Context: an optimization exercise on an open-source flow, tuned for small area. The choices shown serve that exercise and are no tape-out recipe. In this exercise RTL edits were held to simulation tests only and were not proved equivalent to the original.

## flow/design.v (module list and top-level ports; edited modules follow where they fit)
// module col_ycc2rgb: 5304 lines
// module fa: 4 lines
// module ha: 4 lines
module col_ycc2rgb (
    input  wire        clk,
    input  wire        rst,
    input  wire        in_valid,
    input  wire [1:0]  depth,
    input  wire        full_range,
    input  wire        yc2020,
    input  wire [15:0] y,
    input  wire [15:0] cb,
    input  wire [15:0] cr,
    output reg         out_valid,
    output reg  [15:0] out_r,
    output reg  [15:0] out_g,
    output reg  [15:0] out_b
);
  // ...
==> flow/run.sh <==
#!/bin/bash
# synth_recipe.tcl (not shown) runs the flow's synth.tcl, then flattens the netlist and writes it again
# the make line also repeats each setting of config.mk as NAME=value (left out here)
make -C /OpenROAD-flow-scripts/flow DESIGN_CONFIG=/design/flow/config.mk WORK_HOME=/design/flow/orfs CLKGATE_MAP_FILE= SYNTH_SCRIPT=/design/flow/synth_recipe.tcl finish
==> flow/config.mk <==
export PLATFORM = sky130hd
export DESIGN_NAME = col_ycc2rgb
export DESIGN_NICKNAME = col_ycc2rgb
export VERILOG_FILES = /design/flow/design.v
export SDC_FILE = /design/flow/constraint.sdc
export NUM_CORES = 4
export LEC_CHECK = 0
export ABC_AREA = 1
export CAP_MARGIN = 20
export CORE_MARGIN = 2
export CORE_UTILIZATION = 65
export SLEW_MARGIN = 20
export SYNTH_HIERARCHICAL = 1
==> flow/constraint.sdc <==
create_clock -name core_clock -period 12.0 [get_ports {clk}]
set_input_delay 2.4000 -clock core_clock [delete_from_list [all_inputs] [get_ports {clk}]]
set_output_delay 2.4000 -clock core_clock [all_outputs]
set_load 0.01 [all_outputs]
==> flow_metrics.py, run 1 <==
metrics = {
    "floorplanning": {
        "tap_cells": 532,
        "start_util_pct": 65.81,
        "io_pins": 104,
        "num_rows": 74,
        "die_y_um": 207.1,
    },
    "final_layout": {
        "antenna_cells": 1,
        "reg.largest.list": "out_b: 16 flops, out_g: 16 flops, out_r: 16 flops",
        "buffer_area_share_pct": 6.787,
        "largest_class": "multi-input gates",
        "multi_input_gates": 2197,
    },
    "grt": {
        "met1_usage_pct": 61.07,
        "grt_pass1_wl_um": 146800,
    },
    "timing": {
        "final.min_clock_period_ns": 11.50,
        "worst_pin_slew_ns": 1.188,
        "setup_violations": 0,
        "final_hold_viol_count": 0,
    },
    "status": {
        "status": "timing/DRC/antenna clean",
    },
    "yosys": {
        "yosysSeqAreaShare_pct": 3.659,
        "synth_compound_area_share_pct": 8.778,
        "synth_xor_xnor_area_share_pct": 7.121,
        "synth-adder-area-share_pct": 64.10,
        "netlist_area_um2": 26810,
        "synthSimpleGateAreaFrac_pct": 10.78,
    },
    "worst_setup_path": {
        "crit_type": "in -> reg",
    },
    "clock_tree": {
        "cts_setup_buffers": 0,
        "cts_buffer_depth": 2,
    },
    "routing": {
        "wl_met1_um": 32380,
        "viasPerCell": 6.758,
        "vias": 21690,
        "dr_wl_met3_um": 13430,
    },
}
==> run 2: changes to the inputs <==
--- a/flow/config.mk
+++ b/flow/config.mk
@@ -5,9 +5,8 @@
 export SDC_FILE = /design/flow/constraint.sdc
 export NUM_CORES = 4
 export LEC_CHECK = 0
-export ABC_AREA = 1
 export CAP_MARGIN = 20
 export CORE_MARGIN = 2
-export CORE_UTILIZATION = 65
+export CORE_UTILIZATION = 40
 export SLEW_MARGIN = 20
 export SYNTH_HIERARCHICAL = 1
==> run 2 against run 1 <==
Net effect: still clean; area after synthesis up 9.7%; critical path depth is 7 lower; first-iteration DRC count grew 21%; clock-buffer cell count grew 1; final area is 10% higher; routed wire length is 29% higher; non-clock buffer count grew 21; worst setup slack better by 0.19 ns; synthesized cell count rose by 20%; highest routed layer is now met5.
==> flow_metrics.py, run 2 <==
metrics = {
    "status": {
        "status": "timing/DRC/antenna clean",
    },
    "clock_tree": {
        "cts_max_level": 2,
        "cts_setup_buffers": 0,
        "cts_tree": "done",
        "cts-resized-gates": 0,
        "cts_buffer_depth": 2,
        "cts_buffers": 5,
        "cts_sinks": 49,
        "cts_root_buffer": "clkbuf_16",
        "cts-hold-fix-buffers": 0,
        "clkTransAtPathRegs_ns": 0.07,
    },
    "yosys": {
        "netlist_area_um2": 29420,
        "synth-main-ff-cell": "dfxtp_1",
        "ys_warn_count": 7,
        "yosysMostFrequentCell": "fa_1",
        "syn_inst": 3126,
        "post-synth-top-area-cell": "fa_1",
        "synth.top_cells.by_count": "fa_1 (811), nor2_1 (446), nand2_1 (323)",
        "synth_top_area_share_pct": 55.19,
        "yosysSeqAreaShare_pct": 3.334,
        "ys_top_cells_by_area": "fa_1 (55%), nor2_1 (5.7%), o21ai_0 (4.3%)",
        "ys_async_sr_fraction_pct": 0,
        "syn_area_per_cell_um2": 9.411,
        "synthDistinctLibCells": 65,
        "synth-seq-cells": 49,
        "synth-edff-count": 0,
    },
    "grt": {
        "antenna_found_initial": 3,
        "track_usage_pct": 33.51,
        "grt.overflow.total": 0,
        "grt_pass1_vias": 26600,
        "grt_pass1_wl_um": 183000,
        "grt_start_max_net_pins": 120,
    },
    "worst_setup_path": {
        "cp_num_buf_inv": 2,
        "cp.required_ns": 12.19,
        "critPathTopFamily": "adder cells",
        "crit_path_start": "cr[11]",
        "arrival_ns": 11.50,
        "slowest_stage": "clkdlybuf4s50_1",
        "cp_max_fo": 16,
        "startpoint_type": "input pin",
        "slowest_delay_ns": 0.50,
        "crit_type": "in -> reg",
        "critPathCaptureType": "flop",
        "crit_top_cell": "fa_1",
    },
    "floorplanning": {
        "num_rows": 99,
        "io_pins": 104,
        "start_util_pct": 40.39,
        "core_um2": 72830,
        "die_y_um": 275.2,
        "die-area_um2": 75730,
        "die_w_um": 275.2,
    },
    "hold_path": {
        "min_to": "out_valid$_SDFF_PP0_",
        "worstHoldStart": "rst",
        "holdPathStages": 2,
        "min_path_type": "in -> reg",
    },
    "routing": {
        "wl_um": 124600,
        "dr_wl_met3_um": 13710,
        "top_layer_used": "met5",
        "wl_met1_um": 46680,
        "vias": 26180,
        "avgRoutedWirePerCell_um": 30.47,
        "viasPerCell": 6.404,
        "drc": 0,
        "drt-pass1-iter-count": 6,
        "wl_met2_um": 55210,
        "antenna_left": 0,
        "drt_iter0_markers": 3729,
    },
    "final_layout": {
        "area_delta_synth_final_pct": 8.374,
        "nets": 4069,
        "layout_common_cells": "fa_1 (811), nor2_1 (444), nand2_1 (322)",
        "drive_above_1_share_pct": 6.042,
        "fillers": 7197,
        "reg.largest.list": "out_b: 16 flops, out_g: 16 flops, out_r: 16 flops",
        "final_common_cell": "fa_1",
    },
    "timing": {
        "layout_setup_ws_ns": 0.6918,
        "slew_violations": 0,
        "setup_violations": 0,
        "clock.fmax_mhz": 88.43,
        "max_slew_margin_pct": 25.67,
        "worst_pin_slew_ns": 1.103,
        "final_hold_viol_count": 0,
        "final.min_clock_period_ns": 11.31,
        "grt_setup_unrepaired": "no",
        "setup_tns_ns": 0,
        "fin_crit_sh_pct": 94.23,
    },
    "place": {
        "routabilityCongestion": 1.015,
        "pre_cts_slack_ns": 0.4225,
        "place_hpwl_um": 102200,
        "port_buffers": 103,
    },
    "flow_run": {
        "maxCapViolCount": 0,
    },
}
## run 2: cell types whose count changed after synthesis, moves of 50 or more
cell,change
buf_2,+77
xnor2_1,-50
a22oi_1,+72
a21oi_1,+125
inv_1,-109
xor2_1,-98
nand2_1,+56
o22ai_1,-156
a31oi_1,+71
and2_1,+52
nor2_1,+123
o21ai_0,+139
## run 2: how the worst max path moves through the flow
| stage | endpoint | depth (start not counted) | slack (ns) |
|---|---|---|---|
| 2_1_floorplan | out_r[10]$_DFF_P_ | 27 | 1.07 |
| 3_3_place_gp | out_r[3]$_DFF_P_ | 26 | 0.55 |
| 3_5_place_dp | out_r[1]$_DFF_P_ | 26 | 0.42 |
| 4_1_cts | out_r[1]$_DFF_P_ | 26 | 0.78 |
| 5_1_grt | out_r[1]$_DFF_P_ | 26 | 0.24 |
| 6_report | out_r[1]$_DFF_P_ | 26 | 0.69 |
## run 2: layer usage
layer,vias up,track usage (%)
li1,10590,-
met4,2,18.42
met2,1745,50.99
met3,386,7.585
met5,-,0
met1,13460,44.46
## run 2: per-module statistics from Yosys (local to each module, per instance)
| module | copies in the design | cell area, um2 | cells inside | flip-flops and latches |
|---|---|---|---|---|
| ha | 49 | 12.51 | 1 | 0 |
| col_ycc2rgb | 1 | 12570 | 2266 | 49 |
| fa | 811 | 20.02 | 1 | 0 |
## run 2: cells by family (layout without fill, tap and decap cells)
kind of cell / Yosys count / in the layout / share of synthesized area, %
simple gates: 975 / 975 / 13.99
compound gates: 800 / 800 / 17.19
flops: 49 / 49 / 3.334
fa+ha+maj: 887 / 887 / 58.42
buf+inv: 343 / 337 / 4.934
other cells: 1 / 10 / 0.01275
mux: 1 / 1 / 0.03403
xor+xnor: 70 / 70 / 2.084
## run 2: cell type report
cell class	count	area, um2	area share (%)
Clock buffer	6	128.9	0.4042
Clock inverter	2	15.01	0.04709
Sequential cell	49	980.9	3.077
Inverter	80	302.8	0.9497
Antenna cell	1	2.502	0.007849
Multi-Input combinational cell	2742	27040	84.82
Timing Repair Buffer	249	2211	6.935
Tap cell	959	1200	3.764
## run 2: stage by stage
stage          hold WS, ns  cell area (um2)  util, %  std cells
6_report             2.633            31880    43.77       4088
3_5_place_dp         2.940            31740    43.57       4079
5_1_grt              2.637            31880    43.77       4087
4_1_cts              2.627            31880    43.77       4087
3_3_place_gp         2.924            31730    43.56       4079
2_1_floorplan        2.472            29450        -       3134

## afterwards: timing with drivers on the ports
How much do the figures lean on ideal ports? The routed layouts below were timed once more, with nothing changed but the port constraints.
Step 1 sets driving cells, clkbuf_16 on the clock port and buf_2 on the other inputs (assumed; they add their load-dependent delay and slew).
Step 2 times the ports against the registers' clock, not the clock port: input delays grow and output delays shrink by t, the midpoint of the rising clock arrivals with the driver on.
Slacks: no drivers / after step 1 / after step 2; pairs: no drivers / after step 1.
run	t, ns	slack for setup (ns)	worst setup path after step 2	clock arrival spread, ns	cell pins on the clock port's net
run 1	0.346	0.497 / 0.516 / 0.170	input to register	0.006 / 0.005	1
run 2	0.334	0.692 / 0.707 / 0.374	input to register	0.008 / 0.007	1
After both steps setup and hold are still met in every run listed. For run 1, which loses most, drivers alone change the setup slack by +0.019 ns; drivers and shift together by -0.327 ns.
